This is an optimization exercise on Yosys and OpenROAD, whose aim is small area, a short achievable clock period and few clock cycles, not a production implementation.
In this exercise RTL edits were held to simulation tests only and were not proved equivalent to the original.

$ cat flow/flow/run.sh
#!/bin/bash
set -euo pipefail
bash standard.sh "BUFFER_PORTS_ARGS=-buffer_cell sky130_fd_sc_hd__buf_1" \
    MATCH_CELL_FOOTPRINT=0 finish > standard_flow.log 2>&1
$ cat flow/constraint.sdc
create_clock -name core_clock -period 10.0 [get_ports {clk}]
set_input_delay 2.0000 -clock core_clock [delete_from_list [all_inputs] [get_ports {clk}]]
set_output_delay 2.0000 -clock core_clock [all_outputs]
set_load 0.01 [all_outputs]
$ cat flow/standard.sh
#!/bin/bash
# synth_recipe.tcl (not shown) runs the flow's synth.tcl, then flattens the netlist and writes it again
# the make line also repeats each setting of config.mk as NAME=value (left out here)
make -C /OpenROAD-flow-scripts/flow DESIGN_CONFIG=/design/flow/config.mk WORK_HOME=/design/flow/orfs CLKGATE_MAP_FILE= SYNTH_SCRIPT=/design/flow/synth_recipe.tcl "${@:-finish}"
$ cat flow/design.v
module sha256_core (
    input  wire         clk,
    input  wire         rst,
    input  wire         in_valid,
    input  wire         in_first,
    input  wire [31:0]  in_data,
    output wire         in_ready,
    output reg          out_valid,
    output wire [255:0] digest
);
    localparam [31:0] IV0 = 32'h6a09e667, IV1 = 32'hbb67ae85,
                      IV2 = 32'h3c6ef372, IV3 = 32'ha54ff53a,
                      IV4 = 32'h510e527f, IV5 = 32'h9b05688c,
                      IV6 = 32'h1f83d9ab, IV7 = 32'h5be0cd19;
    function [31:0] rotr;
        input [31:0] x;
        input integer n;
        begin
            rotr = (x >> n) | (x << (32 - n));
        end
    endfunction
    function [31:0] csa_s;
        input [31:0] x, y, z;
        begin
            csa_s = x ^ y ^ z;
        end
    endfunction
    function [31:0] csa_c;
        input [31:0] x, y, z;
        begin
            csa_c = ((x & y) | (x & z) | (y & z)) << 1;
        end
    endfunction
    function [31:0] add32;
        input [31:0] x, y;
        reg   [31:0] p, gg, pp, g2, p2;
        integer k, n, m;
        begin
            p  = x ^ y;
            gg = x & y;
            pp = p;
            for (k = 0; k < 5; k = k + 1) begin
                g2 = gg;
                p2 = pp;
                for (n = 0; n < 32; n = n + 1)
                    if (((n >> k) & 1) == 1) begin
                        m = ((n >> k) << k) - 1;
                        g2[n] = gg[n] | (pp[n] & gg[m]);
                        p2[n] = pp[n] & pp[m];
                    end
                gg = g2;
                pp = p2;
            end
            add32 = p ^ {gg[30:0], 1'b0};
        end
    endfunction
    reg        running;      
    reg [5:0]  kx;           
    reg        fin;          
    reg [1:0]  hp;           
    reg [3:0]  q;            
    reg [4:0]  j;            
    reg        nf;           
    reg        cf;           
    reg        init;         
    reg        last;         
    reg        fadd;         
    assign in_ready = (j == 5'd0) ? (hp == 2'd3 && (!running || kx == 6'd0 || kx >= 6'd49))
                                  : (j != 5'd16 && q == j[3:0]);
    wire take  = in_valid && in_ready;
    wire start = init && (j[4] || in_valid);
    wire idle_init = init && !running;
    wire       running_n = start || (running && !last);
    wire [3:0] q_n       = (take && j == 5'd0) ? 4'd1 : q + 4'd1;
    wire [4:0] j_n       = start ? 5'd0 : take ? j + 5'd1 : j;
    reg [31:0] k_n;
    always @(*) begin
        case (kx)
            6'd0:  k_n = 32'h428a2f98;  6'd1:  k_n = 32'h71374491;
            6'd2:  k_n = 32'hb5c0fbcf;  6'd3:  k_n = 32'he9b5dba5;
            6'd4:  k_n = 32'h3956c25b;  6'd5:  k_n = 32'h59f111f1;
            6'd6:  k_n = 32'h923f82a4;  6'd7:  k_n = 32'hab1c5ed5;
            6'd8:  k_n = 32'hd807aa98;  6'd9:  k_n = 32'h12835b01;
            6'd10: k_n = 32'h243185be;  6'd11: k_n = 32'h550c7dc3;
            6'd12: k_n = 32'h72be5d74;  6'd13: k_n = 32'h80deb1fe;
            6'd14: k_n = 32'h9bdc06a7;  6'd15: k_n = 32'hc19bf174;
            6'd16: k_n = 32'he49b69c1;  6'd17: k_n = 32'hefbe4786;
            6'd18: k_n = 32'h0fc19dc6;  6'd19: k_n = 32'h240ca1cc;
            6'd20: k_n = 32'h2de92c6f;  6'd21: k_n = 32'h4a7484aa;
            6'd22: k_n = 32'h5cb0a9dc;  6'd23: k_n = 32'h76f988da;
            6'd24: k_n = 32'h983e5152;  6'd25: k_n = 32'ha831c66d;
            6'd26: k_n = 32'hb00327c8;  6'd27: k_n = 32'hbf597fc7;
            6'd28: k_n = 32'hc6e00bf3;  6'd29: k_n = 32'hd5a79147;
            6'd30: k_n = 32'h06ca6351;  6'd31: k_n = 32'h14292967;
            6'd32: k_n = 32'h27b70a85;  6'd33: k_n = 32'h2e1b2138;
            6'd34: k_n = 32'h4d2c6dfc;  6'd35: k_n = 32'h53380d13;
            6'd36: k_n = 32'h650a7354;  6'd37: k_n = 32'h766a0abb;
            6'd38: k_n = 32'h81c2c92e;  6'd39: k_n = 32'h92722c85;
            6'd40: k_n = 32'ha2bfe8a1;  6'd41: k_n = 32'ha81a664b;
            6'd42: k_n = 32'hc24b8b70;  6'd43: k_n = 32'hc76c51a3;
            6'd44: k_n = 32'hd192e819;  6'd45: k_n = 32'hd6990624;
            6'd46: k_n = 32'hf40e3585;  6'd47: k_n = 32'h106aa070;
            6'd48: k_n = 32'h19a4c116;  6'd49: k_n = 32'h1e376c08;
            6'd50: k_n = 32'h2748774c;  6'd51: k_n = 32'h34b0bcb5;
            6'd52: k_n = 32'h391c0cb3;  6'd53: k_n = 32'h4ed8aa4a;
            6'd54: k_n = 32'h5b9cca4f;  6'd55: k_n = 32'h682e6ff3;
            6'd56: k_n = 32'h748f82ee;  6'd57: k_n = 32'h78a5636f;
            6'd58: k_n = 32'h84c87814;  6'd59: k_n = 32'h8cc70208;
            6'd60: k_n = 32'h90befffa;  6'd61: k_n = 32'ha4506ceb;
            6'd62: k_n = 32'hbef9a3f7;  default: k_n = 32'hc67178f2;
        endcase
    end
    reg [31:0] w [0:15];                 
    reg [31:0] a, b, c, d, e, f, g;      
    reg [31:0] pk;                       
    reg [31:0] x0, x1, x2, x3;           
    reg [31:0] y0, y1, y2, y3;           
    wire [31:0] xh0 = cf ? IV0 : x2;
    wire [31:0] yh0 = cf ? IV4 : y2;
    reg  [31:0] xiv, yiv;
    always @(*) begin
        case (kx[1:0])
            2'd2:    begin xiv = IV3; yiv = IV7; end
            2'd3:    begin xiv = IV2; yiv = IV6; end
            default: begin xiv = IV1; yiv = IV5; end
        endcase
    end
    wire [31:0] xadd = fadd ? a : 32'd0;
    wire [31:0] yadd = fadd ? e : 32'd0;
    wire [31:0] xhd  = (fadd && cf) ? xiv : x3;
    wire [31:0] yhd  = (fadd && cf) ? yiv : y3;
    wire [31:0] xm   = last ? xh0 : 32'd0;
    wire [31:0] ym   = last ? yh0 : 32'd0;
    wire [31:0] s1 = rotr(e, 6) ^ rotr(e, 11) ^ rotr(e, 25);
    wire [31:0] ch = (e & f) ^ (~e & g);
    wire [31:0] s0 = rotr(a, 2) ^ rotr(a, 13) ^ rotr(a, 22);
    wire [31:0] mj = (a & b) ^ (a & c) ^ (b & c);
    wire [31:0] es1 = csa_s(s1, ch, pk),    ec1 = csa_c(s1, ch, pk);
    wire [31:0] es2 = csa_s(es1, ec1, d),   ec2 = csa_c(es1, ec1, d);
    wire [31:0] es3 = csa_s(es2, ec2, ym),  ec3 = csa_c(es2, ec2, ym);
    wire [31:0] e_new = add32(es3, ec3);
    wire [31:0] as1 = csa_s(s0, mj, xm),    ac1 = csa_c(s0, mj, xm);
    wire [31:0] as2 = csa_s(es1, ec1, as1), ac2 = csa_c(es1, ec1, as1);
    wire [31:0] as3 = csa_s(as2, ac2, ac1), ac3 = csa_c(as2, ac2, ac1);
    wire [31:0] a_new = add32(as3, ac3);
    wire [31:0] ss0 = rotr(w[1], 7) ^ rotr(w[1], 18) ^ (w[1] >> 3);
    wire [31:0] ss1 = rotr(w[14], 17) ^ rotr(w[14], 19) ^ (w[14] >> 10);
    wire [31:0] ws1 = csa_s(ss1, w[9], ss0), wc1 = csa_c(ss1, w[9], ss0);
    wire [31:0] ws2 = csa_s(ws1, wc1, w[0]), wc2 = csa_c(ws1, wc1, w[0]);
    wire [31:0] wnew = add32(ws2, wc2);
    wire [31:0] x_in = add32(xhd, xadd);
    wire [31:0] y_in = add32(yhd, yadd);
    wire [31:0] hsel = init ? (nf ? IV7 : y1) : g;
    wire [31:0] ks1 = csa_s(hsel, k_n, w[1]), kc1 = csa_c(hsel, k_n, w[1]);
    integer i;
    always @(posedge clk) begin
        for (i = 0; i < 15; i = i + 1)
            w[i] <= w[i + 1];
        if (running && kx != 6'd0 && kx <= 6'd48)
            w[15] <= wnew;
        else if (take)
            w[15] <= in_data;
        else
            w[15] <= w[0];
        if (idle_init || (init && nf))
            a <= nf ? IV0 : x2;
        else
            a <= a_new;
        if (idle_init || (init && nf))
            e <= nf ? IV4 : y2;
        else
            e <= e_new;
        if (init) begin
            b <= nf ? IV1 : x_in;
            c <= nf ? IV2 : x0;
            d <= nf ? IV3 : x1;
            f <= nf ? IV5 : y_in;
            g <= nf ? IV6 : y0;
        end else begin
            b <= a; c <= b; d <= c;
            f <= e; g <= f;
        end
        pk <= add32(ks1, kc1);
        x0 <= x_in; x1 <= x0; x2 <= x1; x3 <= last ? a_new : x2;
        y0 <= y_in; y1 <= y0; y2 <= y1; y3 <= last ? e_new : y2;
        q <= q_n;
        if (take && j == 5'd0)
            nf <= in_first;
        if (start)
            cf <= nf;
        kx <= start ? 6'd1 : (running && !last) ? kx + 6'd1 : 6'd0;
        if (rst) begin
            running   <= 1'b0;
            fin       <= 1'b0;
            init      <= 1'b0;
            last      <= 1'b0;
            fadd      <= 1'b0;
            hp        <= 2'd3;
            j         <= 5'd0;
            out_valid <= 1'b0;
        end else begin
            out_valid <= fin;
            fin       <= last;
            last      <= running && kx == 6'd63;
            fadd      <= running && kx >= 6'd61;
            hp        <= hp + 2'd1;
            running   <= running_n;
            j         <= j_n;
            init      <= q_n == 4'd15 && (j_n[4] || j_n == 5'd15) &&
                         (!running_n || (running && kx == 6'd63));
        end
    end
    assign digest = {x0, x1, x2, x3, y0, y1, y2, y3};
endmodule
$ cat flow/config.mk
export PLATFORM = sky130hd
export DESIGN_NAME = sha256_core
export DESIGN_NICKNAME = sha256_core
export VERILOG_FILES = /design/flow/design.v
export SDC_FILE = /design/flow/constraint.sdc
export NUM_CORES = 4
export LEC_CHECK = 0
export CAP_MARGIN = 20
export CORE_MARGIN = 2
export CORE_UTILIZATION = 60
export CTS_CLUSTER_DIAMETER = 130
export CTS_CLUSTER_SIZE = 24
export SETUP_SLACK_MARGIN = 5
export SLEW_MARGIN = 20
export TNS_END_PERCENT = 100
==> flow_metrics.env <==
export IMPL_crit_type="reg2reg"
export IMPL_crit_path_frequent_cell="fa_1"
export IMPL_antenna_found_initial=7
export IMPL_yosys_area_top_type_share=0.455
export IMPL_fin_util=0.668
export IMPL_start_util=0.606
export IMPL_yosysWarnings=2
export IMPL_slew_headroom=0.297
export IMPL_layout_common_cells="995 x dfxtp_1, 315 x xnor2_1, 293 x buf_1, 281 x fa_1, 231 x inv_1"
export IMPL_gp_congestion=1.02
export IMPL_synth_seq_cells=1049
export IMPL_grt_pass1_vias=31600
export IMPL_rows=101
export IMPL_slew_violations=0
export IMPL_grt_max_degree=115
export IMPL_async_flop_share=0
export IMPL_skew_ns=0.0222
export IMPL_fp_dieW_um=281
export IMPL_muxShareOfSynthArea=0.0290
export IMPL_arrival_ns=5.58
export IMPL_synth_compound_area_frac=0.138
export IMPL_cts_buffers=49
export IMPL_die_area_um2=79000
export IMPL_dieHeight_um=281
export IMPL_cts_tree="done"
export IMPL_port_buffers=293
export IMPL_synth_area_leaders="dfxtp_1 46%, fa_1 13%, xnor2_1 6.3%, ha_1 5.7%, o22a_1 2.4%"
export IMPL_htreeDepth=2
export IMPL_drt_first_iter_violations=3227
export IMPL_clk_latency_ns=0.67
export IMPL_nNetsFinal=4921
export IMPL_syn_avg_cell_area_um2=11.1
export IMPL_synth_xor_area_share=0.0835
export IMPL_hold_path_class="reg2reg"
export IMPL_period_minus_slack_ns=5.04
export IMPL_fin_crit_sh=0.504
export IMPL_synth_fp_nets=4693
export IMPL_crit_fanout=5
export IMPL_vias=32600
export IMPL_synth_ff_type="dfxtp_1"
export IMPL_synth_top_family_by_area="adder cells"
export IMPL_grt_first_pass_wirelength_um=214000
export IMPL_ys_seq_area_frac=0.456
export IMPL_synthToLayoutAreaGrowth_pct=10.2
export IMPL_routed_wl_um=151000
export IMPL_drc=0
export IMPL_overflow=0
export IMPL_drv_cap=0
export IMPL_setup_tns_ns=0
export IMPL_critPathMaxStageDelay_ns=0.55
export IMPL_cts_sinks=1049
export IMPL_yosys_area_share_simple=0.0679
export IMPL_drive_gt1_frac=0.0962
export IMPL_boundaryPins=294
export IMPL_core_area_um2=75900
export IMPL_endpoint_kind="flop"
export IMPL_synth_edf_count=2
export IMPL_dr_pass1_iters=6
export IMPL_clk_pin_slew_ns=0.10
export IMPL_crit_chain="buf_6 -> buf_12 -> buf_4 -> buf_4 -> o21a_1 -> fa_1 -> fa_1 -> inv_1 -> fa_1 -> inv_1 -> ha_1 -> a21oi_1 -> o21ai_2 -> a221oi_2 -> o21ai_1 -> a21o_4 -> a211o_1 -> a21oi_2 -> xnor2_2 -> a21oi_1"
export IMPL_worst_slew_pin_slew_ns=1.05
export IMPL_final_common_cell="dfxtp_1"
export IMPL_crit_required_ns=10.54
export IMPL_cp_start_kind="flop"
export IMPL_run_status="complete, no violations"
export IMPL_routedWlPerCell_um=27.9
export IMPL_synth_largest_area_cell="dfxtp_1"
export IMPL_clockBufferDepth=3
export IMPL_slowest_stage="fa_1"
export IMPL_max_freq_mhz=198
export IMPL_grt_util_all_layers=0.378
export IMPL_ys_types=86
export IMPL_hold_viol=0
export IMPL_dp_hpwl_um=112000
export IMPL_synthAdderAreaFrac=0.187
export IMPL_syn_area_um2=46100
export IMPL_antenna_left=0
export IMPL_rsz0062_at_grt="yes"
export IMPL_setup_viol=0
export IMPL_ctsHoldBuffers=0
export IMPL_via_per_inst=6.00
export IMPL_postSynthCellCount=4161
export IMPL_cts_root_buffer="clkbuf_16"
[critical path: cells and delay by family (launching register included)]
| kind | cells | cell delay, ns |
|---|---|---|
| buf+inv | 6 | 0.71 |
| compound gates | 9 | 1.92 |
| xor+xnor | 1 | 0.15 |
| flops | 1 | 0.40 |
| fa+ha+maj | 4 | 1.75 |
[cells in the mapped netlist (85+ instances only)]
cell	count
clkbuf_1	199
o21ai_0	156
and2_1	93
o22a_1	124
fa_1	288
xnor2_1	332
a22o_1	108
dfxtp_1	1047
a21o_1	85
nor2_1	166
ha_1	208
a21oi_1	192
xor2_1	107
inv_1	237
nand2_1	203
[kinds of logic (layout without fill, tap and decap cells)]
| group | after synthesis | count (layout) |
|---|---|---|
| AO/OA/AOI/OAI | 918 | 918 |
| XOR/XNOR | 439 | 439 |
| adder cells (fa/ha/maj) | 520 | 520 |
| buffers and inverters | 461 | 694 |
| flip-flops | 1049 | 1049 |
| multiplexers | 120 | 120 |
| other | 0 | 3 |
| AND/OR/NAND/NOR | 654 | 655 |
[registers in the layout (all words and copies together) (netlist names), 2 cells and up]
| signal | cells |
|---|---|
| y2 | 32 |
| kx | 6 |
| e | 32 |
| a | 32 |
| f | 32 |
| y3 | 32 |
| d | 32 |
| j | 5 |
| g | 32 |
| x2 | 32 |
| w | 512 |
| b | 32 |
| y1 | 32 |
| x0 | 32 |
| x1 | 32 |
| pk | 32 |
| q | 4 |
| c | 32 |
| hp | 2 |
| x3 | 32 |
| y0 | 32 |
[routing by layer]
metal,part of all wire,global-route usage
met5,0.000040,0
met4,0.077,0.248
met3,0.071,0.0545
met2,0.47,0.624
met1,0.38,0.464
[per-stage QoR]
| stage | setup slack [ns] | instances | instance area [µm²] | hold WS [ns] |
|---|---|---|---|---|
| finish | 4.96 | 5428 | 50800 | 0.325 |
| floorplan | 4.99 | 4161 | 46100 | 0.310 |
| global placement | 3.68 | 5306 | 48000 | 0.310 |
| global route | 4.83 | 5425 | 50800 | 0.333 |
| detailed placement | 3.69 | 5306 | 48000 | 0.312 |
| CTS | 4.91 | 5395 | 50100 | 0.320 |
[repair_timing]
| item | in CTS | in global routing |
|---|---|---|
| setup endpoints to repair | 118 | 64 |
| pin swaps | 15 | 42 |
| setup buffers | 28 | 28 |
| gates resized for setup | 110 | 110 |
| gates cloned | 4 | 2 |
[final cells by class]
cell class / count / area (µm²)
inverter: 241 / 917
clock buffer: 53 / 1240
multi-input combinational: 2652 / 24000
sequential: 1049 / 21100
timing repair buffer: 396 / 2100
tap: 1030 / 1290
antenna: 3 / 7.51
clock inverter: 4 / 88.8
fill: 5965 / 25200
[worst paths after layout]
kind / cells after the start / slack [ns] / end / from
max: 20 / 4.96 / x3[31] / cf
min: 0 / 0.32 / w[1][26] / w[2][26]
max reg2reg: 20 / 4.96 / x3[31] / cf
min reg2reg: 0 / 0.32 / w[1][26] / w[2][26]
Testbench counts, summed over its fixed seeds: cycles 32,904.

re-timing with driven ports:
How much do the figures lean on ideal ports? The routed layout below was timed once more, with nothing changed but the port constraints. Step 1 (the two cells are an assumption about what drives the block):
set clk [get_ports {clk}]
set_driving_cell -lib_cell sky130_fd_sc_hd__clkbuf_16 $clk
set_driving_cell -lib_cell sky130_fd_sc_hd__buf_2 [delete_from_list [all_inputs] $clk]
Step 2, shift: input delay + t, output delay - t, t = (earliest + latest rising clock arrival at the registers) / 2. This alone moves slack from input paths to output paths. Slacks: ideal / step 1 / step 2; pairs: ideal / step 1.
shift t [ns]: 0.723
setup WS [ns]: 4.957 / 4.957 / 4.957
hold WS [ns]: 0.325 / 0.325 / 0.325
slew at the worst register clock pin (ns): 0.11 / 0.11
cell pins on the clock port's net: 1
After both steps this run still meets setup and hold. The setup slack of this run moves by 0.000 ns with the drivers and by 0.000 ns with both steps.
